Background: an optimization exercise with open tools, aiming at small area and a short achievable clock period. Do not read the settings as production practice.
In this exercise RTL edits were held to simulation tests only and were not proved equivalent to the original.
Power and IR drop assume default switching activity.

--- flow/standard.sh ---
#!/bin/bash
# synth_recipe.tcl (not shown) runs the flow's synth.tcl, then flattens the netlist and writes it again
# the make line also repeats each setting of config.mk as NAME=value (left out here)
make -C /OpenROAD-flow-scripts/flow DESIGN_CONFIG=/design/flow/config.mk WORK_HOME=/design/flow/orfs CLKGATE_MAP_FILE= SYNTH_SCRIPT=/design/flow/synth_recipe.tcl "${@:-finish}"
--- flow/constraint.sdc ---
create_clock -name core_clock -period 32.0 [get_ports {clk}]
set_input_delay 6.4000 -clock core_clock [delete_from_list [all_inputs] [get_ports {clk}]]
set_output_delay 6.4000 -clock core_clock [all_outputs]
set_load 0.01 [all_outputs]
--- flow/design.v ---
module convout_lane_a (
    input  wire [31:0] x,          
    input  wire        f32, bf16, fp16, e4m3, e5m2,    
    input  wire        is_int,     
    input  wire [2:0]  rnd,        
    input  wire        internal,   
    input  wire [15:0] u,          
    output wire [31:0] a,          
    output reg         up,         
    output wire        s,          
    output wire        nan,        
    output wire        infbig      
);
    assign s = x[31];
    wire [7:0]  fe     = x[30:23];
    wire [22:0] fm     = x[22:0];
    wire        hid    = |fe;
    wire        fe_ff  = &fe;
    assign nan         = !internal && fe_ff && (|fm);
    wire        isinf  = !internal && fe_ff && !(|fm);
    wire [7:0]  fe1    = {fe[7:1], fe[0] | !hid};         
    wire [31:0] oc = {1'b0, x[30:0]};
    reg  [31:0] pand;
    integer k, l;
    always @(*) begin
        pand = oc;
        for (l = 0; l < 5; l = l + 1)
            for (k = 0; k < 32; k = k + 1)
                if (k[l])
                    pand[k] = pand[k] & pand[((k >> (l + 1)) << (l + 1)) + (1 << l) - 1];
    end
    wire [31:0] imag = oc ^ ({32{s}} & {pand[30:0], 1'b1});
    wire        pw = s && !(|(oc[31:1] & ~oc[30:0]));
    reg  [5:0]  lzo;                                             
    reg  [15:0] z1; reg [7:0] z2; reg [3:0] z3; reg [1:0] z4;    
    reg  [15:0] c1; reg [15:0] c2; reg [11:0] c3; reg [7:0] c4;  
    always @(*) begin
        for (k = 0; k < 16; k = k + 1) begin
            z1[k] = !(oc[2*k+1] | oc[2*k]);
            c1[k] = !oc[2*k+1];
        end
        for (k = 0; k < 8; k = k + 1) begin
            z2[k] = z1[2*k+1] & z1[2*k];
            c2[2*k +: 2] = z1[2*k+1] ? {1'b1, c1[2*k]} : {1'b0, c1[2*k+1]};
        end
        for (k = 0; k < 4; k = k + 1) begin
            z3[k] = z2[2*k+1] & z2[2*k];
            c3[3*k +: 3] = z2[2*k+1] ? {1'b1, c2[4*k +: 2]} : {1'b0, c2[4*k+2 +: 2]};
        end
        for (k = 0; k < 2; k = k + 1) begin
            z4[k] = z3[2*k+1] & z3[2*k];
            c4[4*k +: 4] = z3[2*k+1] ? {1'b1, c3[6*k +: 3]} : {1'b0, c3[6*k+3 +: 3]};
        end
        lzo = (z4[1] & z4[0]) ? 6'd32 : z4[1] ? {2'b01, c4[3:0]} : {2'b00, c4[7:4]};
    end
    wire izero = !(|x);
    wire [31:0] src  = internal ? imag : {hid, fm, 8'd0};
    wire        narrow = fp16 | e4m3 | e5m2;
    wire [6:0]  cm   = f32 ? 7'd31 : bf16 ? 7'd47 : fp16 ? 7'd44 : e4m3 ? 7'd51 : 7'd52;
    wire [7:0]  cf   = fp16 ? 8'd157 : e4m3 ? 8'd172 : 8'd165;
    wire        fsub = narrow && fe1 <= (e4m3 ? 8'd120 : 8'd112);     
    wire        big  = fe1 > 8'd158;
    wire        use_fe = !internal && (is_int || fsub);
    wire        use_lz = internal && !is_int;
    wire [7:0]  tc   = use_fe ? (is_int ? 8'd182 : cf + 8'd1) :
                       use_lz ? {1'b0, cm} + {7'd0, pw} + 8'd1 :
                       internal ? 8'd23 : {1'b0, cm};
    wire [7:0]  tv   = use_fe ? ~fe1 : use_lz ? ~{2'd0, lzo} : 8'd0;
    wire [7:0]  tsum = tc + tv;
    wire        t71  = !internal && (is_int ? fe1 < 8'd111
                                            : fsub && fe1 <= (fp16 ? 8'd86 : e4m3 ? 8'd101 : 8'd94));
    wire [6:0]  t    = t71 ? 7'd71 : tsum[6:0];
    wire [7:0]  bp   = internal ? ~{2'd0, lzo} : fe;
    wire [7:0]  bq   = internal ? ((f32 | bf16) ? 8'd159 : e4m3 ? 8'd39 : 8'd47) + {7'd0, pw}
                                : (e4m3 ? 8'd136 : narrow ? 8'd144 : 8'd0);
    wire [7:0]  bsum = bp + bq;
    wire        bzero = internal ? izero : fsub;
    wire [7:0]  be   = bzero ? 8'd0 : bsum;
    wire [70:0] v0 = {src, 39'd0};
    wire [70:0] v1 = t[0] ? (v0 >> 1)  : v0;
    wire [70:0] v2 = t[1] ? (v1 >> 2)  : v1;
    wire [70:0] v3 = t[2] ? (v2 >> 4)  : v2;
    wire [70:0] v4 = t[3] ? (v3 >> 8)  : v3;
    wire [70:0] v5 = t[4] ? (v4 >> 16) : v4;
    wire [70:0] v6 = t[5] ? (v5 >> 32) : v5;
    wire [70:0] vs = t[6] ? (v6 >> 64) : v6;
    wire [31:0] rq  = vs[47:16];
    wire [15:0] d   = vs[15:0];
    wire half  = d[15];
    wire stk = (t[0] & v0[0]) | (t[1] & (|v1[1:0])) | (t[2] & (|v2[3:0])) | (t[3] & (|v3[7:0])) |
               (t[4] & (|v4[15:0])) | (t[5] & (|v5[31:0])) | (t[6] & (|v6[63:0]));
    wire rest  = stk | (|d[14:0]);                      
    reg [15:0] gg, pp; integer q, w;
    reg c5;
    always @(*) begin
        gg = d & u; pp = d | u;
        for (w = 0; w < 4; w = w + 1)
            for (q = 0; q < 16; q = q + 1)
                if (q[w]) begin
                    gg[q] = gg[q] | (pp[q] & gg[((q >> (w + 1)) << (w + 1)) + (1 << w) - 1]);
                    pp[q] = pp[q] & pp[((q >> (w + 1)) << (w + 1)) + (1 << w) - 1];
                end
        c5 = gg[15];
    end
    always @(*) begin
        case (rnd)
            3'd0: up = half & (rest | rq[0]);
            3'd1: up = half;
            3'd3: up = (half | rest) & ~s;
            3'd4: up = (half | rest) & s;
            3'd5: up = c5;
            default: up = 1'b0;
        endcase
    end
    wire [31:0] keep = is_int ? 32'hFFFF_FFFF : f32 ? 32'h007F_FFFF : bf16 ? 32'h7F :
                       fp16 ? 32'h3FF : e4m3 ? 32'h7 : 32'h3;
    wire [31:0] bsh  = ({32{f32}}  & {1'b0, be, 23'd0}) | ({32{bf16}} & {17'd0, be, 7'd0}) |
                       ({32{fp16}} & {14'd0, be, 10'd0}) | ({32{e4m3}} & {21'd0, be, 3'd0}) |
                       ({32{e5m2}} & {22'd0, be, 2'd0});
    assign a      = (rq & keep) | bsh;
    assign infbig = isinf || (!internal && is_int && big);
endmodule
module convout_lane_b (
    input  wire [31:0] a,
    input  wire        up, s, nan, infbig,
    input  wire        f32, bf16, fp16, e4m3, e5m2,    
    input  wire        i32, i16, i8, u8, i4, u4,       
    input  wire        internal,
    input  wire        sat,
    input  wire        rz,         
    input  wire        rp,         
    input  wire        rm,         
    output reg  [31:0] y,          
    output reg         f_sat,
    output reg         f_nan,
    output reg         f_inf
);
    wire        is_int = i32 | i16 | i8 | u8 | i4 | u4;
    wire        inv = is_int & s;
    wire [33:0] ai  = {2'd0, a} ^ {34{inv}};
    reg  [33:0] c;
    reg         blk;
    integer k;
    always @(*) begin
        blk = up ^ inv;
        for (k = 0; k < 34; k = k + 1) begin
            if (k % 9 == 0)
                c[k] = blk;
            else
                c[k] = c[k-1] & ai[k-1];
            if (k % 9 == 8)
                blk = blk & (&ai[k-8 +: 9]);
        end
    end
    wire [33:0] r   = ai ^ c[33:0];
    wire [31:0] ym  = r[31:0];
    wire ovf = f32  ? (&ym[30:23]) :
               bf16 ? (&ym[14:7]) :
               fp16 ? ((|ym[17:15]) | (&ym[14:10])) :
               e4m3 ? ((|ym[10:7]) | (&ym[6:0])) :
                      ((|ym[9:7]) | (&ym[6:2]));
    wire [31:0] sgnp  = f32 ? 32'h8000_0000 : (bf16 | fp16) ? 32'h8000 : 32'h80;   
    wire [31:0] canon = f32 ? 32'h7FC0_0000 : bf16 ? 32'h7FC0 : fp16 ? 32'h7E00 : e4m3 ? 32'h7F : 32'h7E;
    wire [31:0] maxb  = f32 ? 32'h7F7F_FFFF : bf16 ? 32'h7F7F : fp16 ? 32'h7BFF : e4m3 ? 32'h7E : 32'h7B;
    wire [31:0] infb  = f32 ? 32'h7F80_0000 : bf16 ? 32'h7F80 : fp16 ? 32'h7C00 : 32'h7C;
    wire        satc  = sat || rz || (rp && s) || (rm && !s);
    wire ovi = i32 ? (r[33:31] != 3'b000 && r[33:31] != 3'b111) :
               i16 ? (r[33:15] != 19'd0 && r[33:15] != {19{1'b1}}) :
               i8  ? (r[33:7]  != 27'd0 && r[33:7]  != {27{1'b1}}) :
               u8  ? (r[33:8]  != 26'd0) :
               i4  ? (r[33:3]  != 31'd0 && r[33:3]  != {31{1'b1}}) :
                     (r[33:4]  != 30'd0);
    wire [31:0] imask = i32 ? 32'hFFFF_FFFF : i16 ? 32'hFFFF : (i8 | u8) ? 32'hFF : 32'hF;
    wire [31:0] ilo = i32 ? 32'h8000_0000 : i16 ? 32'h8000 : i8 ? 32'h80 : i4 ? 32'h8 : 32'h0;
    wire [31:0] ihi = i32 ? 32'h7FFF_FFFF : i16 ? 32'h7FFF : i8 ? 32'h7F : u8 ? 32'hFF : i4 ? 32'h7 : 32'hF;
    wire [31:0] cp = is_int ? ilo : infb;
    wire [31:0] cq = is_int ? ihi : maxb;
    wire [31:0] cm = is_int ? imask : 32'hFFFF_FFFF;
    wire        fspec = infbig || ovf;
    wire        iclamp = infbig || ((!internal || sat) && ovi);
    wire        fmax  = e4m3 ? sat : (!infbig && satc);
    reg         kn, kp, kq, kr, ks;
    always @(*) begin
        f_sat = 1'b0; f_nan = 1'b0; f_inf = 1'b0;
        kn = 1'b0; kp = 1'b0; kq = 1'b0; kr = 1'b0; ks = 1'b0;
        if (is_int) begin
            if (nan)          f_sat = 1'b1;
            else if (iclamp) begin f_sat = 1'b1; kp = s; kq = !s; end
            else              kn = 1'b1;
        end else begin
            if (nan) begin
                kr = 1'b1; f_nan = 1'b1;
            end else if (fspec) begin
                if (fmax) begin
                    kq = 1'b1; ks = s; f_sat = 1'b1;
                end else if (e4m3) begin
                    kr = 1'b1; f_sat = 1'b1; f_nan = 1'b1;
                end else begin
                    kp = 1'b1; ks = s; f_inf = 1'b1;
                end
            end else begin
                kn = 1'b1; ks = s;
            end
        end
    end
    always @(*)
        y = ({32{kn}} & r[31:0] & cm) | ({32{kp}} & cp) | ({32{kq}} & cq) |
            ({32{kr}} & canon) | ({32{ks}} & sgnp);
endmodule
module convout4 (
    input  wire         clk,
    input  wire         rst,           
    input  wire         in_valid,
    input  wire [7:0]   in_fmt,
    input  wire [2:0]   in_round,
    input  wire         in_sat,
    input  wire         in_internal,
    input  wire [127:0] in_x,          
    input  wire         seed_load,
    input  wire [31:0]  seed,
    output reg          out_valid,
    output reg  [127:0] out_y,
    output reg  [3:0]   out_sat,
    output reg  [3:0]   out_nan,
    output reg  [3:0]   out_inf,
    output reg  [31:0]  lfsr_state
);
    localparam LANES = 4;
    wire [31:0] g = lfsr_state;
    wire [31:0] g64;
    wire [64:0] pa;
    assign pa[0] = g[24] ^ g[30];
    assign pa[1] = g[21] ^ g[27];
    assign pa[2] = g[22] ^ g[28];
    assign pa[3] = g[23] ^ g[29];
    assign pa[4] = g[19] ^ g[25];
    assign pa[5] = g[20] ^ g[26];
    assign pa[6] = g[12] ^ pa[0];
    assign pa[7] = g[31] ^ pa[4];
    assign pa[8] = g[9] ^ pa[1];
    assign pa[9] = g[10] ^ pa[2];
    assign pa[10] = g[11] ^ pa[3];
    assign pa[11] = g[4] ^ g[16];
    assign pa[12] = g[5] ^ g[17];
    assign pa[13] = g[6] ^ g[18];
    assign pa[14] = g[8] ^ pa[5];
    assign pa[15] = g[1] ^ g[13];
    assign pa[16] = g[0] ^ pa[6];
    assign pa[17] = g[2] ^ g[14];
    assign pa[18] = g[3] ^ g[15];
    assign pa[19] = g[7] ^ pa[7];
    assign pa[20] = pa[11] ^ pa[12];
    assign pa[21] = pa[8] ^ pa[13];
    assign pa[22] = pa[10] ^ pa[16];
    assign pa[23] = pa[9] ^ pa[15];
    assign pa[24] = g[0] ^ pa[14];
    assign pa[25] = pa[18] ^ pa[21];
    assign pa[26] = pa[13] ^ pa[19];
    assign pa[27] = pa[10] ^ pa[17];
    assign pa[28] = pa[8] ^ pa[24];
    assign pa[29] = pa[1] ^ pa[18];
    assign pa[30] = g[1] ^ pa[9];
    assign pa[31] = g[2] ^ pa[22];
    assign pa[32] = pa[11] ^ pa[19];
    assign pa[33] = pa[23] ^ pa[32];
    assign pa[34] = pa[7] ^ pa[15];
    assign pa[35] = pa[5] ^ pa[17];
    assign pa[36] = g[7] ^ pa[2];
    assign pa[37] = pa[3] ^ pa[20];
    assign pa[38] = g[25] ^ g[31];
    assign pa[39] = g[21] ^ pa[16];
    assign pa[40] = g[3] ^ pa[23];
    assign pa[41] = g[4] ^ pa[14];
    assign pa[42] = g[12] ^ pa[12];
    assign pa[43] = g[13] ^ pa[26];
    assign pa[44] = g[5] ^ g[13];
    assign pa[45] = g[14] ^ pa[14];
    assign pa[46] = pa[16] ^ pa[25];
    assign pa[47] = g[15] ^ pa[8];
    assign pa[48] = g[15] ^ pa[9];
    assign pa[49] = g[16] ^ pa[12];
    assign pa[50] = g[8] ^ g[16];
    assign pa[51] = g[17] ^ pa[30];
    assign pa[52] = pa[22] ^ pa[50];
    assign pa[53] = g[17] ^ g[18];
    assign pa[54] = g[18] ^ pa[34];
    assign pa[55] = pa[14] ^ pa[22];
    assign pa[56] = g[6] ^ pa[27];
    assign pa[57] = pa[29] ^ pa[56];
    assign pa[58] = g[1] ^ pa[6];
    assign pa[59] = g[8] ^ pa[37];
    assign pa[60] = g[3] ^ g[14];
    assign pa[61] = g[9] ^ pa[0];
    assign pa[62] = pa[10] ^ pa[60];
    assign pa[63] = pa[9] ^ pa[19];
    assign pa[64] = pa[11] ^ pa[36];
    assign g64[0] = g[26] ^ pa[38] ^ pa[11] ^ pa[15] ^ pa[6] ^ pa[8];
    assign g64[1] = g[9] ^ pa[17] ^ pa[20] ^ pa[30] ^ pa[39];
    assign g64[2] = g[10] ^ g[22] ^ g[26] ^ pa[20] ^ pa[25] ^ pa[31];
    assign g64[3] = g[11] ^ g[23] ^ g[27] ^ pa[6] ^ pa[20] ^ pa[26] ^ pa[40];
    assign g64[4] = g[24] ^ g[28] ^ pa[42] ^ pa[27] ^ pa[41] ^ pa[43];
    assign g64[5] = g[7] ^ g[29] ^ pa[4] ^ pa[44] ^ pa[45] ^ pa[46];
    assign g64[6] = g[6] ^ g[30] ^ pa[45] ^ pa[47] ^ pa[33];
    assign g64[7] = g[7] ^ g[31] ^ pa[49] ^ pa[27] ^ pa[48] ^ pa[28];
    assign g64[8] = pa[25] ^ pa[51] ^ pa[52];
    assign g64[9] = g[9] ^ pa[53] ^ pa[31] ^ pa[33];
    assign g64[10] = g[3] ^ g[10] ^ pa[12] ^ pa[17] ^ pa[54] ^ pa[55];
    assign g64[11] = g[4] ^ g[11] ^ pa[35] ^ pa[34] ^ pa[46];
    assign g64[12] = g[5] ^ g[12] ^ pa[29] ^ pa[35] ^ pa[33];
    assign g64[13] = g[13] ^ pa[2] ^ pa[20] ^ pa[24] ^ pa[57];
    assign g64[14] = g[14] ^ pa[36] ^ pa[37] ^ pa[58] ^ pa[25];
    assign g64[15] = g[2] ^ pa[0] ^ pa[48] ^ pa[59] ^ pa[43];
    assign g64[16] = pa[49] ^ pa[61] ^ pa[24] ^ pa[62] ^ pa[26];
    assign g64[17] = g[10] ^ g[15] ^ g[17] ^ pa[19] ^ pa[21] ^ pa[41] ^ pa[58];
    assign g64[18] = g[2] ^ g[11] ^ g[16] ^ g[18] ^ pa[44] ^ pa[28] ^ pa[63];
    assign g64[19] = g[6] ^ g[12] ^ g[19] ^ pa[62] ^ pa[28] ^ pa[51];
    assign g64[20] = g[4] ^ g[7] ^ g[18] ^ g[20] ^ pa[23] ^ pa[47] ^ pa[31];
    assign g64[21] = g[5] ^ g[21] ^ pa[17] ^ pa[7] ^ pa[40] ^ pa[52];
    assign g64[22] = g[16] ^ g[17] ^ g[20] ^ g[22] ^ pa[57];
    assign g64[23] = g[23] ^ pa[53] ^ pa[18] ^ pa[64] ^ pa[39];
    assign g64[24] = g[22] ^ g[24] ^ pa[54] ^ pa[59];
    assign g64[25] = g[23] ^ pa[4] ^ pa[12] ^ pa[13] ^ pa[35] ^ pa[61];
    assign g64[26] = g[10] ^ g[24] ^ pa[5] ^ pa[29] ^ pa[26];
    assign g64[27] = g[11] ^ pa[1] ^ pa[4] ^ pa[14] ^ pa[64];
    assign g64[28] = pa[2] ^ pa[3] ^ pa[42] ^ pa[28];
    assign g64[29] = pa[0] ^ pa[3] ^ pa[21] ^ pa[23];
    assign g64[30] = pa[0] ^ pa[27] ^ pa[63];
    assign g64[31] = pa[38] ^ pa[18] ^ pa[55];
    wire draw = in_valid && in_round[2] && in_round[0];    
    always @(posedge clk) begin
        if (rst)
            lfsr_state <= 32'h0000_0001;
        else if (seed_load)
            lfsr_state <= seed;
        else if (draw)
            lfsr_state <= g64;
    end
    reg          v1;
    integer      k;
    reg  [127:0] x1;            
    reg          fi1;           
    reg  [2:0]   fc1;           
    reg  [2:0]   rnd1;
    reg          sat1, int1;
    reg  [31:0]  h1;            
    always @(posedge clk) begin
        v1   <= in_valid && !rst;
        for (k = 0; k < LANES; k = k + 1)
            x1[32*k +: 32] <= in_internal ? {in_x[32*k+31], in_x[32*k +: 31] ^ {31{in_x[32*k+31]}}}
                                          : in_x[32*k +: 32];
        fi1  <= in_fmt[4];
        fc1  <= in_fmt[2:0];
        rnd1 <= in_round;
        sat1 <= in_sat;
        int1 <= in_internal;
        h1   <= g64;
    end
    wire a_f32  = !fi1 && fc1 == 3'd1;
    wire a_bf16 = !fi1 && fc1 == 3'd2;
    wire a_fp16 = !fi1 && fc1 == 3'd3;
    wire a_e4m3 = !fi1 && fc1 == 3'd4;
    wire a_e5m2 = !fi1 && fc1 == 3'd5;
    wire [15:0] d0, d1, d2;
    wire [42:0] pd;
    assign pd[0] = h1[21] ^ h1[31];
    assign pd[1] = h1[5] ^ h1[15];
    assign pd[2] = h1[16] ^ h1[26];
    assign pd[3] = h1[17] ^ h1[27];
    assign pd[4] = h1[18] ^ h1[28];
    assign pd[5] = h1[29] ^ h1[30];
    assign pd[6] = h1[4] ^ h1[24];
    assign pd[7] = h1[10] ^ h1[20];
    assign pd[8] = h1[12] ^ h1[22];
    assign pd[9] = h1[13] ^ h1[23];
    assign pd[10] = h1[25] ^ pd[1];
    assign pd[11] = h1[6] ^ h1[7];
    assign pd[12] = h1[1] ^ h1[11];
    assign pd[13] = h1[8] ^ h1[9];
    assign pd[14] = h1[19] ^ pd[5];
    assign pd[15] = h1[14] ^ pd[9];
    assign pd[16] = pd[6] ^ pd[10];
    assign pd[17] = pd[2] ^ pd[11];
    assign pd[18] = pd[4] ^ pd[13];
    assign pd[19] = h1[0] ^ pd[7];
    assign pd[20] = h1[2] ^ pd[12];
    assign pd[21] = h1[8] ^ pd[3];
    assign pd[22] = h1[7] ^ pd[18];
    assign pd[23] = h1[30] ^ pd[0];
    assign pd[24] = h1[3] ^ pd[8];
    assign pd[25] = h1[24] ^ h1[25];
    assign pd[26] = h1[6] ^ pd[16];
    assign pd[27] = h1[25] ^ h1[27];
    assign pd[28] = h1[26] ^ h1[28];
    assign pd[29] = pd[11] ^ pd[21];
    assign pd[30] = h1[27] ^ h1[29];
    assign pd[31] = h1[0] ^ h1[10];
    assign pd[32] = h1[31] ^ pd[5];
    assign pd[33] = pd[12] ^ pd[19];
    assign pd[34] = pd[20] ^ pd[24];
    assign pd[35] = h1[2] ^ pd[15];
    assign pd[36] = h1[19] ^ pd[22];
    assign pd[37] = pd[0] ^ pd[8];
    assign pd[38] = h1[29] ^ pd[3];
    assign pd[39] = pd[7] ^ pd[14];
    assign pd[40] = pd[2] ^ pd[3];
    assign pd[41] = h1[20] ^ pd[14];
    assign pd[42] = h1[22] ^ h1[23];
    assign d0[0] = h1[16] ^ h1[15] ^ pd[6];
    assign d0[1] = h1[17] ^ pd[16];
    assign d0[2] = h1[18] ^ h1[26] ^ pd[26];
    assign d0[3] = h1[5] ^ h1[19] ^ pd[27] ^ pd[17];
    assign d0[4] = h1[20] ^ pd[28] ^ pd[29];
    assign d0[5] = h1[21] ^ pd[30] ^ pd[22];
    assign d0[6] = h1[22] ^ h1[28] ^ pd[13] ^ pd[31] ^ pd[14];
    assign d0[7] = h1[9] ^ h1[23] ^ pd[32] ^ pd[33];
    assign d0[8] = h1[12] ^ h1[24] ^ pd[31] ^ pd[20] ^ pd[23];
    assign d0[9] = h1[13] ^ h1[25] ^ h1[31] ^ pd[34];
    assign d0[10] = h1[3] ^ h1[4] ^ h1[12] ^ h1[26] ^ pd[35];
    assign d0[11] = h1[3] ^ h1[13] ^ h1[14] ^ h1[27] ^ pd[1] ^ pd[6];
    assign d0[12] = h1[4] ^ h1[6] ^ h1[14] ^ h1[16] ^ h1[28] ^ pd[10];
    assign d0[13] = h1[17] ^ h1[29] ^ pd[1] ^ pd[17];
    assign d0[14] = h1[16] ^ h1[18] ^ h1[30] ^ pd[29];
    assign d0[15] = h1[17] ^ h1[31] ^ pd[36];
    assign d1[0] = h1[31] ^ pd[19];
    assign d1[1] = pd[0] ^ pd[33];
    assign d1[2] = pd[37] ^ pd[19] ^ pd[20];
    assign d1[3] = h1[21] ^ pd[9] ^ pd[34];
    assign d1[4] = pd[6] ^ pd[24] ^ pd[35];
    assign d1[5] = h1[3] ^ pd[15] ^ pd[16];
    assign d1[6] = h1[14] ^ pd[2] ^ pd[26];
    assign d1[7] = pd[3] ^ pd[10] ^ pd[17];
    assign d1[8] = pd[4] ^ pd[17] ^ pd[21];
    assign d1[9] = pd[38] ^ pd[36];
    assign d1[10] = pd[18] ^ pd[39];
    assign d1[11] = h1[9] ^ h1[11] ^ pd[0] ^ pd[39];
    assign d1[12] = h1[11] ^ pd[7] ^ pd[8] ^ pd[23];
    assign d1[13] = h1[11] ^ pd[9] ^ pd[37];
    assign d1[14] = h1[24] ^ pd[8] ^ pd[15];
    assign d1[15] = h1[15] ^ pd[25] ^ pd[15];
    assign d2[0] = pd[2];
    assign d2[1] = pd[40];
    assign d2[2] = pd[4] ^ pd[40];
    assign d2[3] = h1[19] ^ pd[4] ^ pd[38];
    assign d2[4] = pd[4] ^ pd[41];
    assign d2[5] = pd[0] ^ pd[41];
    assign d2[6] = h1[20] ^ h1[22] ^ pd[23];
    assign d2[7] = pd[0] ^ pd[42];
    assign d2[8] = h1[24] ^ pd[42];
    assign d2[9] = h1[23] ^ pd[25];
    assign d2[10] = h1[26] ^ pd[25];
    assign d2[11] = h1[26] ^ pd[27];
    assign d2[12] = h1[27] ^ pd[28];
    assign d2[13] = h1[28] ^ pd[30];
    assign d2[14] = h1[28] ^ pd[5];
    assign d2[15] = pd[32];
    wire [63:0] u1 = {h1[15:0], d2, d1, d0};
    wire [127:0] a;
    wire [3:0]   up, sg, nan, ib;
    genvar l;
    generate
        for (l = 0; l < LANES; l = l + 1) begin : lane_a
            convout_lane_a u_a (
                .x (x1[32*l +: 32]),
                .f32 (a_f32), .bf16 (a_bf16), .fp16 (a_fp16), .e4m3 (a_e4m3), .e5m2 (a_e5m2),
                .is_int (fi1), .rnd (rnd1), .internal (int1), .u (u1[16*l +: 16]),
                .a (a[32*l +: 32]), .up (up[l]), .s (sg[l]), .nan (nan[l]), .infbig (ib[l])
            );
        end
    endgenerate
    reg          v2;
    reg  [127:0] a2;
    reg  [3:0]   up2, sg2, nan2, ib2;
    reg          fi2, sat2, int2, rz2, rp2, rm2;
    reg  [2:0]   fc2;
    always @(posedge clk) begin
        v2   <= v1 && !rst;
        a2   <= a;
        up2  <= up;
        sg2  <= sg;
        nan2 <= nan;
        ib2  <= ib;
        fi2  <= fi1;
        fc2  <= fc1;
        sat2 <= sat1;
        int2 <= int1;
        rz2  <= rnd1 == 3'd2;
        rp2  <= rnd1 == 3'd3;
        rm2  <= rnd1 == 3'd4;
    end
    wire f32  = !fi2 && fc2 == 3'd1;
    wire bf16 = !fi2 && fc2 == 3'd2;
    wire fp16 = !fi2 && fc2 == 3'd3;
    wire e4m3 = !fi2 && fc2 == 3'd4;
    wire e5m2 = !fi2 && fc2 == 3'd5;
    wire i32  =  fi2 && fc2 == 3'd0;
    wire i16  =  fi2 && fc2 == 3'd1;
    wire i8   =  fi2 && fc2 == 3'd2;
    wire u8   =  fi2 && fc2 == 3'd3;
    wire i4   =  fi2 && fc2 == 3'd4;
    wire u4   =  fi2 && fc2 == 3'd5;
    wire [127:0] y;
    wire [3:0]   fs, fn, fi;
    generate
        for (l = 0; l < LANES; l = l + 1) begin : lane_b
            convout_lane_b u_b (
                .a (a2[32*l +: 32]), .up (up2[l]), .s (sg2[l]), .nan (nan2[l]), .infbig (ib2[l]),
                .f32 (f32), .bf16 (bf16), .fp16 (fp16), .e4m3 (e4m3), .e5m2 (e5m2),
                .i32 (i32), .i16 (i16), .i8 (i8), .u8 (u8), .i4 (i4), .u4 (u4),
                .internal (int2), .sat (sat2), .rz (rz2), .rp (rp2), .rm (rm2),
                .y (y[32*l +: 32]), .f_sat (fs[l]), .f_nan (fn[l]), .f_inf (fi[l])
            );
        end
    endgenerate
    always @(posedge clk) begin
        if (rst)
            out_valid <= 1'b0;
        else
            out_valid <= v2;
        out_y   <= y;
        out_sat <= fs;
        out_nan <= fn;
        out_inf <= fi;
    end
endmodule
--- flow/flow/run.sh ---
#!/bin/bash
# The standard layout (standard.sh) with these changes to how it is made:
#  - synthesis is the standard one (synth_recipe.tcl, ORFS synth.tcl) except
#    that ABC maps the logic with flow/abc.script, an area-oriented script
#    (registers, their names and cells are untouched: ABC sees only the
#    combinational logic);
#  - the timing repair aims at a shorter cycle (larger setup margin), repairs
#    only the worst few percent of endpoints, may change a cell's footprint,
#    and the ports are buffered with buf_2 instead of the default delay buffer;
#  - clock tree: sink clusters of up to 24 within 80 um, clkbuf_8/16, no dummy
#    loads.
# The clock, its period and the constraints are the design's. make's full
# output goes to make_finish.log here; ORFS keeps each step's log in orfs/logs.
set -euo pipefail
W=$PWD
export MY_ABC_SCRIPT=$W/flow/abc.script
sed 's#source \$::env(SCRIPTS_DIR)/synth_preamble.tcl#&\nset abc_args [lreplace $abc_args 1 1 $::env(MY_ABC_SCRIPT)]#' \
  "$FLOW_HOME/scripts/synth.tcl" > $W/synth_mod.tcl
grep -q MY_ABC_SCRIPT $W/synth_mod.tcl
sed "s#source \$::env(SCRIPTS_DIR)/synth.tcl#source $W/synth_mod.tcl#" $W/synth_recipe.tcl > $W/synth_recipe_mod.tcl
grep -q synth_mod.tcl $W/synth_recipe_mod.tcl
bash standard.sh SYNTH_SCRIPT=$W/synth_recipe_mod.tcl SETUP_SLACK_MARGIN=${MARGIN:-24.75} TNS_END_PERCENT=5 \
  MATCH_CELL_FOOTPRINT=0 "BUFFER_PORTS_ARGS=-buffer_cell sky130_fd_sc_hd__buf_2" "CTS_ARGS=-sink_clustering_enable -repair_clock_nets -sink_clustering_size 24 -sink_clustering_max_diameter 80 -dont_use_dummy_load -buf_list {sky130_fd_sc_hd__clkbuf_8 sky130_fd_sc_hd__clkbuf_16}" finish > make_finish.log 2>&1
--- flow/flow/abc.script ---
strash
dch
amap
topo
stime -c
buffer -c
upsize -c
dnsize -c
--- flow/config.mk ---
export PLATFORM = sky130hd
export DESIGN_NAME = convout4
export DESIGN_NICKNAME = convout4
export VERILOG_FILES = /design/flow/design.v
export SDC_FILE = /design/flow/constraint.sdc
export NUM_CORES = 8
export LEC_CHECK = 0
export ABC_AREA = 1
export CAP_MARGIN = 20
export CORE_MARGIN = 2
export CORE_UTILIZATION = 55
export SETUP_SLACK_MARGIN = 1.5
export SLEW_MARGIN = 20
export SYNTH_MEMORY_MAX_BITS = 16384
==> results of run 1 <==
[routing by layer]
layer | track usage (%) | part of all wire, %
met1 | 49.3 | 36
met2 | 69.2 | 45
met3 | 8.04 | 11
met4 | 26.4 | 7.5
met5 | 0 | 0.015
[flip-flops by register name, summed over array words and instances (netlist names), 3 cells and up]
name	flops
a2	128
out_y	128
x1	128
h1	32
lfsr_state	32
ib2	4
nan2	4
out_inf	4
out_nan	4
out_sat	4
sg2	4
up2	4
fc1	3
fc2	3
rnd1	3
[power groups by stage]
stage	clock network [mW]	registers (mW)	logic, mW
floorplan	0	0.834	1.44
global placement	0	0.863	2.06
detailed placement	0	0.864	2.08
CTS	0.410	0.848	2.14
global route	0.432	0.863	2.46
finish	0.408	0.856	2.31
[per-stage QoR]
| stage | hold WS, ps | setup slack [ps] |
|---|---|---|
| after floorplan | 310 | 24650 |
| after global placement | 313 | 21810 |
| after detailed placement | 319 | 21740 |
| after CTS | 333 | 24490 |
| after global routing | 355 | 24430 |
| final | 332 | 24510 |
[layout make-up]
cell class	instances	area share (%)
Multi-Input combinational cell	4950	61.8
Sequential cell	497	20.8
Timing Repair Buffer	549	7.64
Inverter	605	4.95
Tap cell	1030	2.66
Clock buffer	35	1.81
Timing Repair inverter	25	0.364
Antenna cell	4	0.0206
[worst max-delay path by stage]
stage / endpoint / slack [ps] / cells after the start
global placement: up2[0] / 21810 / 41
CTS: lfsr_state[5] / 24490 / 1
detailed placement: up2[0] / 21740 / 41
finish: lfsr_state[5] / 24510 / 1
global route: out_y[15] / 24430 / 39
floorplan: out_y[120] / 24650 / 35
[kinds of logic (layout without fill, tap and decap cells)]
family / Yosys count / after routing / share of synthesized area [%]
xor gates and xnor gates: 11 / 11 / 0.227
AOI/OAI and AO/OA: 2413 / 2413 / 37.2
adders and majority gates: 209 / 209 / 6.29
DFF: 497 / 497 / 23.4
other: 0 / 4 / 0
and+or+nand+nor: 2317 / 2317 / 24.4
buffers and inverters: 962 / 1214 / 8.53
[layout by cell type, fill, tap and decap left out, drive strengths merged, types with 12 or more instances in the layout]
cell type	count
nand4b	15
o32ai	108
o2111ai	19
or3	29
o21ai	482
o22a	423
clkinvlp	47
or4	29
a21oi	474
nor4	82
a31oi	72
buf	536
nand3	132
and2	13
ha	201
nor2b	52
o22ai	584
a221oi	12
nand2	519
o21a	25
inv	576
nand4	84
nor2	1131
o221ai	48
or2	66
a22oi	29
dfxtp	497
a211oi	42
nor3	128
clkbuf	48
[what timing repair did]
item | in CTS | in global routing
pin swaps | 14 | 38
buffers inserted | 61 | 66
gates resized for setup | 239 | 236
endpoints found under the hold margin | 0 | 0
setup endpoints to repair | 467 | 462
gates cloned | 20 | 14
==> results by group, run 1 <==
Timing
  – Final setup viols: 0
  – Sum Neg Setup Slack: 0 ps
  – Fin. Hold Viols: 0
  – Final period util: 23.4%
  – Worst slew margin: 16.0%
  – Clock Skew: 55.4 ps
  – RSZ-0062 raised after global routing: yes
  – Worst-margin pin slew: 1250 ps
  – Final min period: 7490 ps
  – FMAX: 133 MHz
  – Max-slew violation count: 0

Power and ir drop
  – Internal power: 1.70 mW
  – Pwr Density: 73.7 mW/mm^2
  – Psw: 1.87 mW
  – Clock power share: 11.4%
  – Worst VDD drop: 0.0000482 V
  – Sw Ratio: 52.4%
  – P_leak: 20.0 nW
  – Part of the power in registers: 23.9%
  – Combinational power share: 64.7%
  – Power Total: 3.58 mW

Logic synthesis
  – Seq cells post-synth: 497
  – Mapped Area: 0.0425 mm^2
  – Most frequent cells after synthesis: 1120 x nor2_1, 584 x o22ai_1, 575 x inv_1
  – Count of cell types in the netlist: 78
  – Area contributors post-synth: dfxtp_1 23%, nor2_1 9.9%, o22a_1 8.7%
  – Yosys Warn Count: 3
  – Async SR Flop Fraction: 0%
  – Synth top area share: 23.4%
  – Synthesized area per cell: 6.63 um^2
  – Cell taking the most area after synthesis: dfxtp_1
  – Top-count cell post-synth: nor2_1
  – Sequential area share after synthesis: 23.4%
  – Ys flop type: dfxtp_1
  – Mapped Cells: 6409
  – Post-synth EDFFs: 0

Floorplan
  – Die Area: 0.0795 mm^2
  – Die Y: 282 um
  – Rows: 101
  – Die X: 282 um
  – IO Pins: 350
  – Core area: 0.0762 mm^2
  – Initial Util: 55.8%

Clock network
  – Clock latency on the worst-skew pair: 590 ps
  – Max H-tree Level: 2
  – Sink Count: 497
  – CTS Hold Buffers Added: 0
  – Bufs on Longest Clock Path: 3
  – Cts bufs inserted: 35
  – CTS tree: built
  – Root Buffer: clkbuf_16
  – Clock slew at reported path FFs: 90 ps

Setup path
  – CP max stage delay: 400 ps
  – Cell family with most CP delay: flip-flops
  – Req. time, crit path: 25600 ps
  – Crit path kind: register to output pin
  – Reg2reg path depth: 34
  – Slowest CP cell: dfxtp_4
  – Reg2Reg Setup Slack: 24760 ps
  – CP max FO: 2
  – Crit path launch type: register
  – Launch point of the worst path: lfsr_state[5]
  – Sequence of cells on the critical path: buf_6
  – FF-to-FF Start: fi1
  – Reg2reg end: up2[1]
  – CP Capture Type: output pin
  – WP data arrival: 1090 ps
  – CP bufs+invs: 1

Global routing
  – Initial antenna violation count: 6
  – Grt ovf: 0
  – First-pass GRT wire length: 260000 um
  – Vias in the first global route: 46600
  – Largest net degree at the start of global routing: 81
  – GR Util All Layers: 41.7%

Finish
  – Multi-input gate area: 0.0300 mm^2
  – P&R area growth vs syn: 14.2%
  – Fin cells: 7695
  – Final Instance Area: 0.0485 mm^2
  – Final Util: 63.7%
  – # fillers: 7114
  – Share of cells above drive strength 1: 14.6%
  – FF/Latch Area: 0.0101 mm^2
  – Fin nets: 7049

Placed design
  – Dpl cells: 7494
  – GPL Wtd Cong: 1.16
  – Placement-stage cell area: 0.0449 mm^2
  – HPWL Detailed: 134000 um
  – Port buffer count: 345

Detailed routing
  – Vias per inst: 6.72
  – Initial detailed-routing violation count: 7291
  – DRC Markers: 0
  – WL/cell: 23.0 um
  – ANT nets after route: 0
  – Drt total wl: 177000 um
  – TritonRoute pass-1 iters: 10
  – DR vias: 51700

Hold path
  – Worst min path class: register to register
  – Endpoint, Worst Hold: sat2
  – Hold Path Depth: 0
  – Hold Path Origin: sat1

Run
  – Max_cap viols: 0

Outcome
  – Outcome: finished clean
==> inputs of run 2 (changes only) <==
--- a/flow/design.v
+++ b/flow/design.v
@@ -62,16 +62,15 @@
     wire        big  = fe1 > 8'd158;
-    wire        use_fe = !internal && (is_int || fsub);
-    wire        use_lz = internal && !is_int;
-    wire [7:0]  tc   = use_fe ? (is_int ? 8'd182 : cf + 8'd1) :
-                       use_lz ? {1'b0, cm} + {7'd0, pw} + 8'd1 :
-                       internal ? 8'd23 : {1'b0, cm};
-    wire [7:0]  tv   = use_fe ? ~fe1 : use_lz ? ~{2'd0, lzo} : 8'd0;
-    wire [7:0]  tsum = tc + tv;
+    wire [7:0]  tc   = internal ? (is_int ? 8'd23 : {1'b0, cm} + 8'd1)
+                                : (is_int ? 8'd182 : cf + 8'd1);
+    wire [7:0]  tv   = internal ? (is_int ? 8'd0 : ~{2'd0, lzo}) : ~fe1;
+    wire        tcin = internal && !is_int && pw;
+    wire [7:0]  tsum = tc + tv + {7'd0, tcin};
     wire        t71  = !internal && (is_int ? fe1 < 8'd111
                                             : fsub && fe1 <= (fp16 ? 8'd86 : e4m3 ? 8'd101 : 8'd94));
-    wire [6:0]  t    = t71 ? 7'd71 : tsum[6:0];
+    wire        tnrm = !internal && !is_int && !fsub;           
+    wire [6:0]  t    = t71 ? 7'd71 : tnrm ? cm : tsum[6:0];
     wire [7:0]  bp   = internal ? ~{2'd0, lzo} : fe;
-    wire [7:0]  bq   = internal ? ((f32 | bf16) ? 8'd159 : e4m3 ? 8'd39 : 8'd47) + {7'd0, pw}
+    wire [7:0]  bq   = internal ? ((f32 | bf16) ? 8'd159 : e4m3 ? 8'd39 : 8'd47)
                                 : (e4m3 ? 8'd136 : narrow ? 8'd144 : 8'd0);
-    wire [7:0]  bsum = bp + bq;
+    wire [7:0]  bsum = bp + bq + {7'd0, internal && pw};
     wire        bzero = internal ? izero : fsub;
--- a/flow/flow/run.sh
+++ b/flow/flow/run.sh
@@ -1,3 +1,3 @@
 #!/bin/bash
-# The standard layout (standard.sh) with these changes to how it is made:
+# The standard layout (standard.sh) with two changes to how it is made:
 #  - synthesis is the standard one (synth_recipe.tcl, ORFS synth.tcl) except
@@ -10,3 +10,5 @@
 #  - clock tree: sink clusters of up to 24 within 80 um, clkbuf_8/16, no dummy
-#    loads.
+#    loads;
+#  - after CTS, flow/post_cts.tcl gives each output port's buffer and the
+#    register driving it the largest drive of their own cell type.
 # The clock, its period and the constraints are the design's. make's full
==> run 2 against run 1 <==
  * Count of clock-buffer cells in the layout shrank 4
  * Combinational power shrank about 10%
  * Setup slack got worse by 58 ps
  * Synthesized cell count fell by 1.1%
  * Clock skew grew 17 ps
  * Global-route usage down 0.15 points
  * Sequential cell count did not move
  * Critical path depth unchanged
  * Largest power group unchanged
==> results by group, run 2 <==
Outcome
  – Outcome: finished clean

Logic synthesis
  – Synthesized area per cell: 6.64 um^2 (+0.11%)
  – Ys flop type: dfxtp_1
  – Seq cells post-synth: 497 (unchanged)
  – Mapped Area: 0.0421 mm^2 (-0.97%)
  – Cell taking the most area after synthesis: dfxtp_1
  – Area contributors post-synth: dfxtp_1 24%, nor2_1 9.6%, o22ai_1 8.9%
  – Post-synth EDFFs: 0 (unchanged)
  – Async SR Flop Fraction: 0% (unchanged)
  – Yosys Warn Count: 3 (unchanged)
  – Most frequent cells after synthesis: 1080 x nor2_1, 598 x o22ai_1, 544 x inv_1
  – Mapped Cells: 6340 (-1.1%)
  – Synth top area share: 23.6% (+0.23 points)
  – Top-count cell post-synth: nor2_1
  – Count of cell types in the netlist: 85 (+9.0%)
  – Sequential area share after synthesis: 23.6% (+0.23 points)

Global routing
  – Vias in the first global route: 46000 (-1.2%)
  – First-pass GRT wire length: 257000 um (-1.0%)
  – Grt ovf: 0 (unchanged)
  – Largest net degree at the start of global routing: 70 (-14%)
  – GR Util All Layers: 41.5% (-0.15 points)
  – Initial antenna violation count: 4 (-2)

Clock network
  – Bufs on Longest Clock Path: 3 (unchanged)
  – Cts bufs inserted: 31 (-11%)
  – Clock slew at reported path FFs: 90 ps (about the same)
  – CTS tree: built
  – Clock latency on the worst-skew pair: 660 ps (+70 ps)
  – Sink Count: 497 (unchanged)
  – Max H-tree Level: 1 (-1)
  – CTS Hold Buffers Added: 0 (unchanged)
  – Root Buffer: clkbuf_16

Finish
  – Fin cells: 7521 (-2.3%)
  – P&R area growth vs syn: 12.7%
  – Share of cells above drive strength 1: 13.7% (-0.88 points)
  – Final Instance Area: 0.0474 mm^2 (-2.2%)
  – Fin nets: 6915 (-1.9%)
  – Biggest regs: a2 x128, out_y x128, x1 x128
  – Multi-input gate area: 0.0296 mm^2 (-1.2%)
  – Most frequent cells in the layout: 1057 x nor2_1, 588 x o22ai_1, 529 x nand2_1
  – Ant. Diodes: 0 (-4)
  – FF/Latch Area: 0.0101 mm^2 (about the same)
  – Commonest non-fill, non-tap cell in the layout: nor2_1
  – # fillers: 7014 (-1.4%)

Timing
  – RSZ-0062 raised after global routing: yes
  – Max-slew violation count: 0 (unchanged)
  – Crit path setup slack, layout: 24450 ps (-57.7 ps)
  – Sum Neg Setup Slack: 0 ps (unchanged)
  – Final period util: 23.6% (+0.18 points)
  – FMAX: 132 MHz (-0.76%)
  – Worst slew margin: 13.6% (-2.3 points)
  – Final min period: 7550 ps (+57.7 ps)
  – Final setup viols: 0 (unchanged)
  – Worst-margin pin slew: 1290 ps (+38.3 ps)
  – Clock Skew: 72.0 ps (+16.6 ps)
  – Fin. Hold Viols: 0 (unchanged)

Floorplan
  – Die Area: 0.0788 mm^2 (-0.95%)
  – Rows: 101 (unchanged)
  – IO Pins: 350 (unchanged)
  – Die Y: 281 um (-0.48%)
  – Core area: 0.0758 mm^2 (-0.50%)
  – Die X: 281 um (-0.48%)
  – Initial Util: 55.5% (-0.26 points)

Setup path
  – FF-to-FF Start: fi1
  – CP Capture Type: output pin
  – WP data arrival: 1150 ps (+60 ps)
  – CP max FO: 2 (unchanged)
  – CP max stage delay: 410 ps (about the same)
  – CP bufs+invs: 1 (unchanged)
  – Sequence of cells on the critical path: buf_6
  – Slowest CP cell: dfxtp_4
  – Req. time, crit path: 25600 ps (about the same)
  – Crit path kind: register to output pin
  – Reg2Reg Setup Slack: 24550 ps (-210 ps)
  – Cell family with most CP delay: flip-flops
  – Launch point of the worst path: lfsr_state[12]
  – Crit path launch type: register

Power and ir drop
  – Pwr Density: 69.3 mW/mm^2 (-6.1%)
  – Power Total: 3.29 mW (-8.2%)
  – P_leak: 19.5 nW (-2.6%)
  – Worst VDD drop: 0.0000593 V (+23%)

Detailed routing
  – TritonRoute pass-1 iters: 7 (-3)
  – Drt total wl: 175000 um (-1.1%)
  – DR vias: 50900 (-1.6%)
  – Vias per inst: 6.77 (+0.63%)
  – DRC Markers: 0 (unchanged)
  – Initial detailed-routing violation count: 7098 (-2.6%)
  – WL/cell: 23.2 um (+1.2%)
  – ANT nets after route: 0 (unchanged)

Placed design
  – Port buffer count: 345 (unchanged)
  – Dpl ws: 23150 ps (+1410 ps)
  – GPL Wtd Cong: 1.15 (-0.89%)
  – Dpl cells: 7374 (-1.6%)
  – HPWL Detailed: 134000 um (+0.42%)
  – Placement-stage cell area: 0.0444 mm^2 (-1.0%)

Run
  – Max_cap viols: 0 (unchanged)

Hold path
  – Worst min path class: register to register
  – Hold Path Origin: sat1
==> run 2: cell count changes in the layout (fill, tap and decap cells not counted), moves of 21 or more <==
| cell | before | now |
|---|---|---|
| inv_1 | 544 | 513 |
| o22a_1 | 423 | 380 |
| nand4_1 | 84 | 108 |
| a21oi_1 | 463 | 442 |
| nor2_1 | 1087 | 1057 |
| buf_4 | 159 | 133 |
==> run 2: layout make-up <==
type                            count  area share [%]
Tap cell                          978            2.58
Timing Repair inverter             13           0.190
Sequential cell                   497            21.3
Multi-Input combinational cell   4907            62.4
Inverter                          581            4.77
Clock buffer                       31            1.64
Timing Repair Buffer              514            7.13
==> run 2: final timing paths <==
kind	end	cells after the start
setup / recovery	lfsr_state[12]	1
hold / removal	sat2	0
setup reg to reg	up2[1]	32
hold reg to reg	sat2	0
==> run 2: per-stage QoR <==
stage	hold WS [ps]	utilization, %
CTS	343	61.0
detailed placement	322	58.6
finish	343	62.6
global placement	314	58.6
global route	357	62.6
floorplan	310	-
==> run 2: repair_timing <==
action / CTS / global route
cloned: 12 / 11
pin swaps: 5 / 49
setup buffers: 49 / 43
resized for setup: 193 / 208
setup endpoints to repair: 343 / 383
==> run 2: power breakdown <==
part | internal [mW] | switching [mW]
registers | 0.728 | 0.105
logic | 0.701 | 1.38
clock network | 0.170 | 0.205
==> run 2: cell families (layout without fill, tap and decap cells) <==
| logic type | after synthesis | in the layout | synth area share (%) |
|---|---|---|---|
| flops | 497 | 497 | 23.6 |
| xor+xnor | 10 | 10 | 0.208 |
| buf+inv | 940 | 1139 | 8.45 |
| fa+ha+maj | 193 | 193 | 5.88 |
| compound gates | 2369 | 2372 | 36.9 |
| simple gates | 2331 | 2332 | 24.9 |
==> run 2: layer usage <==
layer  track usage (%)  share of wire [%]
met1              48.5                 37
met2              70.2                 46
met3              7.35                 10
met4              26.2                7.5
met5                 0              0.013
==> inputs of run 3 (changes only) <==
--- a/flow/flow/run.sh
+++ b/flow/flow/run.sh
@@ -23,3 +23,3 @@
 grep -q synth_mod.tcl $W/synth_recipe_mod.tcl
-bash standard.sh SYNTH_SCRIPT=$W/synth_recipe_mod.tcl SETUP_SLACK_MARGIN=${MARGIN:-24.75} TNS_END_PERCENT=5 \
+bash standard.sh SYNTH_SCRIPT=$W/synth_recipe_mod.tcl SETUP_SLACK_MARGIN=${MARGIN:-24.75} TNS_END_PERCENT=5 REMOVE_ABC_BUFFERS=1 \
   MATCH_CELL_FOOTPRINT=0 "BUFFER_PORTS_ARGS=-buffer_cell sky130_fd_sc_hd__buf_2" "CTS_ARGS=-sink_clustering_enable -repair_clock_nets -sink_clustering_size 24 -sink_clustering_max_diameter 80 -dont_use_dummy_load -buf_list {sky130_fd_sc_hd__clkbuf_8 sky130_fd_sc_hd__clkbuf_16}" finish > make_finish.log 2>&1
==> run 3 against run 2 <==
  * Clock skew rose by 22 ps
  * Sequential power is 2% higher
  * Register-to-register slack worse by 290 ps
  * Hold slack got worse by 9.1 ps
  * Synthesized area stayed put
  * Synthesized cell count unchanged
  * Critical path type is now register to register
==> results by group, run 3 <==
Detailed routing
  – DRC Markers: 0 (unchanged)
  – WL/cell: 24.3 um (+4.7%)
  – Initial detailed-routing violation count: 8435 (+19%)
  – Vias per inst: 6.88 (+1.7%)
  – Drt total wl: 183000 um (+4.9%)
  – DR vias: 51800 (+1.9%)
  – ANT nets after route: 0 (unchanged)
  – TritonRoute pass-1 iters: 7 (unchanged)

Global routing
  – Grt ovf: 0 (unchanged)
  – First-pass GRT wire length: 272000 um (+5.7%)
  – GR Util All Layers: 44.2% (+2.7 points)
  – Largest net degree at the start of global routing: 121 (+73%)
  – Initial antenna violation count: 7 (+3)
  – Vias in the first global route: 46600 (+1.3%)

Setup path
  – Launch point of the worst path: fi1
  – FF-to-FF Start: fi1
  – Crit path kind: register to register
  – Reg2Reg Setup Slack: 24260 ps (-290 ps)
  – Crit path launch type: register
  – CP max stage delay: 540 ps (+130 ps)
  – Reg2reg end: up2[1]
  – Slowest CP cell: or4_4
  – Reg2reg path depth: 32 (unchanged)
  – CP bufs+invs: 8 (+7)
  – WP data arrival: 8130 ps (+6980 ps)
  – CP max FO: 37 (+35)
  – Req. time, crit path: 32390 ps (+6790 ps)
  – Cell family with most CP delay: simple AND/OR/NAND/NOR gates
  – CP Capture Type: register

Finish
  – Fin nets: 6921 (+0.087%)
  – Fin cells: 7533 (+0.16%)
  – Commonest non-fill, non-tap cell in the layout: nor2_1
  – Most frequent cells in the layout: 1056 x nor2_1, 590 x o22ai_1, 529 x nand2_1
  – Share of cells above drive strength 1: 13.8% (+0.079 points)
  – Biggest regs: a2 x128, out_y x128, x1 x128
  – P&R area growth vs syn: 12.9%
  – Final Util: 62.7% (+0.11 points)

Timing
  – Sum Neg Setup Slack: 0 ps (unchanged)
  – Final period util: 24.2% (+0.60 points)
  – Final min period: 7740 ps (+191 ps)
  – Worst-margin pin slew: 1290 ps (+4.07 ps)
  – Max-slew violation count: 0 (unchanged)
  – Worst slew margin: 14.0% (+0.39 points)
  – Clock Skew: 94.4 ps (+22.4 ps)
  – FMAX: 129 MHz (-2.5%)
  – RSZ-0062 raised after global routing: yes
  – Fin. Hold Viols: 0 (unchanged)
  – WHS: 334 ps (-9.06 ps)
  – Final setup viols: 0 (unchanged)

Clock network
  – Cts bufs inserted: 35 (+13%)
  – Clock latency on the worst-skew pair: 630 ps (-30 ps)
  – Bufs on Longest Clock Path: 3 (unchanged)
  – Root Buffer: clkbuf_16
  – Sink Count: 497 (unchanged)
  – Max H-tree Level: 2 (+1)
  – Clock slew at reported path FFs: 90 ps (about the same)
  – CTS tree: built

Logic synthesis
  – Synth top area share: 23.6% (unchanged)
  – Yosys Warn Count: 3 (unchanged)
  – Sequential area share after synthesis: 23.6% (unchanged)
  – Count of cell types in the netlist: 85 (unchanged)
  – Top-count cell post-synth: nor2_1
  – Post-synth EDFFs: 0 (unchanged)
  – Seq cells post-synth: 497 (unchanged)
  – Mapped Cells: 6340 (unchanged)
  – Ys flop type: dfxtp_1
  – Async SR Flop Fraction: 0% (unchanged)
  – Cell taking the most area after synthesis: dfxtp_1
  – Most frequent cells after synthesis: 1080 x nor2_1, 598 x o22ai_1, 544 x inv_1
  – Synthesized area per cell: 6.64 um^2 (unchanged)
  – Area contributors post-synth: dfxtp_1 24%, nor2_1 9.6%, o22ai_1 8.9%
  – Mapped Area: 0.0421 mm^2 (unchanged)

Power and ir drop
  – Internal power: 1.62 mW (+1.5%)
  – P_leak: 19.5 nW (+0.26%)
  – Pwr Density: 70.4 mW/mm^2 (+1.7%)
  – Worst VDD drop: 0.0000435 V (-27%)
  – Part of the power in registers: 25.4% (about the same)
  – Psw: 1.72 mW (+2.2%)
  – Sw Ratio: 51.5% (+0.16 points)
  – Clock power share: 12.3% (+0.9 points)
  – Combinational power share: 62.3% (-0.9 points)

Placed design
  – GPL Wtd Cong: 1.07 (-7.2%)
  – HPWL Detailed: 140000 um (+4.6%)
  – Port buffer count: 345 (unchanged)
  – Dpl cells: 7376 (+0.027%)

Hold path
  – Worst min path class: register to register
  – Endpoint, Worst Hold: sat2
  – Hold Path Depth: 0 (unchanged)
  – Hold Path Origin: sat1

Floorplan
  – IO Pins: 350 (unchanged)
  – Die Y: 281 um (unchanged)
  – Core area: 0.0758 mm^2 (unchanged)
  – Die Area: 0.0788 mm^2 (unchanged)
  – Initial Util: 55.5% (unchanged)
  – Die X: 281 um (unchanged)
  – Rows: 101 (unchanged)

Run
  – Max_cap viols: 0 (unchanged)

Outcome
  – Outcome: finished clean
==> run 3: cell counts after synthesis <==
No cell type changed its count.
==> run 3: stage by stage <==
step | power [mW] | cell area, um^2 | setup WS, ps
detailed placement | 2.74 | 44400 | 22180
global route | 3.51 | 47500 | 24050
global placement | 2.73 | 44400 | 22440
floorplan | 2.10 | 40700 | 18020
CTS | 3.20 | 46700 | 24480
finish | 3.35 | 47500 | 24260
==> run 3: logic make-up after synthesis <==
logic type                 synth area share (%)
xor gates and xnor gates                  0.208
AOI/OAI and AO/OA                          36.9
and+or+nand+nor                            24.9
DFF                                        23.6
adders and majority gates                  5.88
buffers and inverters                      8.45
==> run 3: power groups by stage <==
stage                     logic [mW]  clock network [mW]  registers [mW]
after floorplan                 1.28                   0           0.824
after global placement          1.87                   0           0.854
after detailed placement        1.89                   0           0.856
after CTS                       1.95               0.415           0.841
after global routing            2.22               0.437           0.856
final                           2.08               0.413           0.849
==> run 3: worst max-delay path by stage <==
stage | endpoint | slack, ps | cells past startpoint
after floorplan | up2[0] | 18020 | 23
after global placement | up2[1] | 22440 | 29
after detailed placement | up2[1] | 22180 | 29
after CTS | out_y[99] | 24480 | 1
after global routing | up2[1] | 24050 | 38
final | up2[1] | 24260 | 32
==> run 3: cell type report <==
type	count	area, um^2
flip-flops and latches	497	10100
well taps	978	1220
inverters	581	2260
multi-input cells	4905	29600
diodes	6	15.0
clock buffers	35	876
repair buffers	513	3350
repair inverters	18	128
fillers	6933	28300
==> run 3: per-layer routing <==
layer  up-vias  routed length [um]  track usage [%]
met5         -                  30                0
met4         4               13300             26.1
met3       800               21000             9.77
met2      3717               78700             69.2
met1     23500               70100             55.7
li1      23800                   -                -
==> run 3: timing repair <==
item / in CTS / in global routing
buffers inserted: 52 / 38
setup endpoints to repair: 544 / 464
hold buffers: 0 / 0
cloned: 19 / 6
pin swaps: 13 / 48
resized for setup: 252 / 139
==> inputs of run 4 (changes only) <==
--- a/flow/flow/run.sh
+++ b/flow/flow/run.sh
@@ -23,3 +23,3 @@
 grep -q synth_mod.tcl $W/synth_recipe_mod.tcl
-bash standard.sh SYNTH_SCRIPT=$W/synth_recipe_mod.tcl SETUP_SLACK_MARGIN=${MARGIN:-24.75} TNS_END_PERCENT=5 REMOVE_ABC_BUFFERS=1 \
+bash standard.sh SYNTH_SCRIPT=$W/synth_recipe_mod.tcl SETUP_SLACK_MARGIN=${MARGIN:-24.9} TNS_END_PERCENT=5 \
   MATCH_CELL_FOOTPRINT=0 "BUFFER_PORTS_ARGS=-buffer_cell sky130_fd_sc_hd__buf_2" "CTS_ARGS=-sink_clustering_enable -repair_clock_nets -sink_clustering_size 24 -sink_clustering_max_diameter 80 -dont_use_dummy_load -buf_list {sky130_fd_sc_hd__clkbuf_8 sky130_fd_sc_hd__clkbuf_16}" finish > make_finish.log 2>&1
==> run 4 against run 3 <==
  * First-iteration DRC count decreased by 11%
  * Critical path depth shrank 31
  * Critical path type is now register to output pin
  * Clock skew decreased by 50 ps
  * Non-clock buffer count grew 2
  * Die area stayed put
  * Hold slack improved by 2.4 ps
  * Via count decreased by 1.5%
  * Maximum frequency grew 2.2%
==> results by group, run 4 <==
Clock network
  – Root Buffer: clkbuf_16
  – Clock latency on the worst-skew pair: 640 ps (about the same)
  – Sink Count: 497 (unchanged)
  – Max H-tree Level: 1 (-1)
  – CTS tree: built
  – Cts bufs inserted: 31 (-11%)
  – Bufs on Longest Clock Path: 3 (unchanged)
  – CTS Hold Buffers Added: 0 (unchanged)
  – Clock slew at reported path FFs: 90 ps (about the same)

Floorplan
  – Initial Util: 55.5% (unchanged)
  – Die X: 281 um (unchanged)
  – Die Y: 281 um (unchanged)
  – Core area: 0.0758 mm^2 (unchanged)
  – Rows: 101 (unchanged)
  – IO Pins: 350 (unchanged)
  – Die Area: 0.0788 mm^2 (unchanged)

Finish
  – Most frequent cells in the layout: 1059 x nor2_1, 586 x o22ai_1, 530 x nand2_1
  – Final Instance Area: 0.0476 mm^2 (+0.20%)
  – Fin nets: 6922 (+0.014%)
  – Biggest regs: a2 x128, out_y x128, x1 x128
  – Fin cells: 7531 (-0.027%)
  – Final Util: 62.8% (+0.13 points)
  – P&R area growth vs syn: 13.1%
  – Share of cells above drive strength 1: 13.9% (+0.10 points)
  – Commonest non-fill, non-tap cell in the layout: nor2_1

Logic synthesis
  – Mapped Area: 0.0421 mm^2 (unchanged)
  – Sequential area share after synthesis: 23.6% (unchanged)
  – Cell taking the most area after synthesis: dfxtp_1
  – Seq cells post-synth: 497 (unchanged)
  – Post-synth EDFFs: 0 (unchanged)
  – Async SR Flop Fraction: 0% (unchanged)
  – Area contributors post-synth: dfxtp_1 24%, nor2_1 9.6%, o22ai_1 8.9%
  – Top-count cell post-synth: nor2_1
  – Mapped Cells: 6340 (unchanged)
  – Count of cell types in the netlist: 85 (unchanged)
  – Ys flop type: dfxtp_1
  – Synthesized area per cell: 6.64 um^2 (unchanged)
  – Most frequent cells after synthesis: 1080 x nor2_1, 598 x o22ai_1, 544 x inv_1
  – Yosys Warn Count: 3 (unchanged)
  – Synth top area share: 23.6% (unchanged)

Setup path
  – CP Capture Type: output pin
  – Crit path kind: register to output pin
  – Slowest CP cell: dfxtp_1
  – CP bufs+invs: 1 (-7)
  – Req. time, crit path: 25600 ps (-6790 ps)
  – Crit path launch type: register
  – FF-to-FF Start: fi1
  – Sequence of cells on the critical path: buf_2
  – Cell family with most CP delay: flip-flops
  – WP data arrival: 1180 ps (-6950 ps)
  – CP max stage delay: 370 ps (-170 ps)
  – Launch point of the worst path: out_y[117]
  – CP max FO: 1 (-97%)

Timing
  – Clock Skew: 44.0 ps (-50.4 ps)
  – FMAX: 132 MHz (+2.2%)
  – Worst-margin pin slew: 1260 ps (-31.5 ps)
  – RSZ-0062 raised after global routing: yes
  – Final setup viols: 0 (unchanged)
  – Worst slew margin: 15.2% (+1.2 points)
  – Fin. Hold Viols: 0 (unchanged)
  – Final min period: 7580 ps (-164 ps)
  – Sum Neg Setup Slack: 0 ps (unchanged)
  – Final period util: 23.7% (-0.51 points)
  – Max-slew violation count: 0 (unchanged)

Placed design
  – Dpl cells: 7365 (-0.15%)
  – Placement-stage cell area: 0.0443 mm^2 (-0.24%)
  – GPL Wtd Cong: 1.11 (+4.2%)
  – HPWL Detailed: 133000 um (-5.0%)
  – Port buffer count: 345 (unchanged)

Global routing
  – First-pass GRT wire length: 258000 um (-5.1%)
  – Largest net degree at the start of global routing: 78 (-36%)
  – Vias in the first global route: 46200 (-0.82%)
  – GR Util All Layers: 41.6% (-2.6 points)
  – Initial antenna violation count: 6 (-1)
  – Grt ovf: 0 (unchanged)

Run
  – Max_cap viols: 0 (unchanged)

Power and ir drop
  – Sw Ratio: 51.5% (about the same)
  – P_leak: 19.5 nW (about the same)
  – Pwr Density: 69.2 mW/mm^2 (-1.7%)
  – Power Total: 3.30 mW (-1.5%)
  – Psw: 1.70 mW (-1.6%)
  – Combinational power share: 63.2% (+0.9 points)
  – Worst VDD drop: 0.0000748 V (+72%)
  – Internal power: 1.60 mW (-1.4%)
  – Clock power share: 11.4% (-0.9 points)
  – Part of the power in registers: 25.4% (about the same)

Detailed routing
  – DR vias: 51000 (-1.5%)
  – Initial detailed-routing violation count: 7539 (-11%)
  – DRC Markers: 0 (unchanged)
  – ANT nets after route: 0 (unchanged)
  – Vias per inst: 6.78 (-1.5%)
  – Drt total wl: 175000 um (-4.7%)
  – TritonRoute pass-1 iters: 9 (+2)
  – WL/cell: 23.2 um (-4.7%)

Hold path
  – Worst min path class: register to register
  – Hold Path Origin: sat1

Outcome
  – Outcome: finished clean
## run 4: changes by cell type in the layout (fill, tap and decap cells not counted), moves of 3 or more
cell and change:
o22ai_1 -4, a21oi_2 -3, a21oi_1 +3, o22ai_2 +4
inv_2 +7, dfxtp_2 -7, nor2_4 -3, nor2_1 +3
buf_2 -4, diode_2 -3, inv_1 -9, buf_12 +6
nor3_1 +3, dfxtp_4 +5
## run 4: what timing repair did
action,CTS,global route
pin swaps,11,34
resized for setup,229,199
setup buffers,58,43
endpoints found under the setup margin,393,465
gates cloned,20,10
## run 4: layout make-up
type	instances	area, um^2
Fill cell	6982	28200
Timing Repair inverter	18	125
Clock buffer	31	776
Tap cell	978	1220
Inverter	581	2260
Sequential cell	497	10100
Antenna cell	3	7.51
Multi-Input combinational cell	4908	29700
Timing Repair Buffer	515	3480
## run 4: final timing paths
path,slack (ps),endpoint,cells past startpoint
setup / recovery,24420,out_y[117],1
hold / removal,340,sat2,0
setup reg to reg,24710,up2[1],32
hold reg to reg,340,sat2,0
## run 4: cell families (layout without fill, tap and decap cells)
group	Yosys count	in the layout	share of synthesized area, %
xor gates and xnor gates	10	10	0.208
DFF	497	497	23.6
and+or+nand+nor	2331	2332	24.9
buffers and inverters	940	1145	8.45
adders and majority gates	193	193	5.88
other	0	3	0
AOI/OAI and AO/OA	2369	2373	36.9
## run 4: per-stage QoR
stage	setup WS (ps)	hold WS (ps)
after CTS	24440	333
final	24420	336
after global routing	24340	343
after floorplan	24880	310
after detailed placement	22660	320
after global placement	22660	313
## run 4: power by group through the flow
| stage | sequential, mW | combinational, mW | clock, mW |
|---|---|---|---|
| floorplan | 0.818 | 1.32 | 0 |
| global placement | 0.845 | 1.86 | 0 |
| detailed placement | 0.847 | 1.87 | 0 |
| CTS | 0.830 | 1.93 | 0.381 |
| global route | 0.844 | 2.22 | 0.403 |
| finish | 0.836 | 2.08 | 0.377 |
## run 4: per-layer routing
layer  track usage (%)  wire (um)
met4              25.4      12700
met5                 0         69
met1              49.1      63700
met3              8.25      18400
met2              69.5      79700

afterwards: timing with drivers on the ports:
The flow's constraints put no driver on any port. The routed layouts listed below were extracted and timed again, unchanged, in two steps.
Step 1 assumes that a clkbuf_16 drives the clock port and a buf_2 every other input.
Step 2 moves the port delays by t, midway between the first and last clock arrival at a register: inputs arrive t later, outputs are due t later. That takes back most of the time a late clock gives input paths.
a / b / c = no drivers / after step 1 / after step 2; a / b = the first two.
run	t (ns)	setup WS [ns]	pins driven straight from the clock port
run 1	0.636	24.506 / 24.432 / 24.017	1
run 2	0.697	24.449 / 24.375 / 24.045	1
run 3	0.652	24.258 / 24.258 / 23.812	1
run 4	0.697	24.422 / 24.347 / 24.090	1
After both steps setup and hold are still met in every run listed. The setup slack of run 1, which loses most, moves by -0.074 ns with the drivers and by -0.489 ns with both steps.
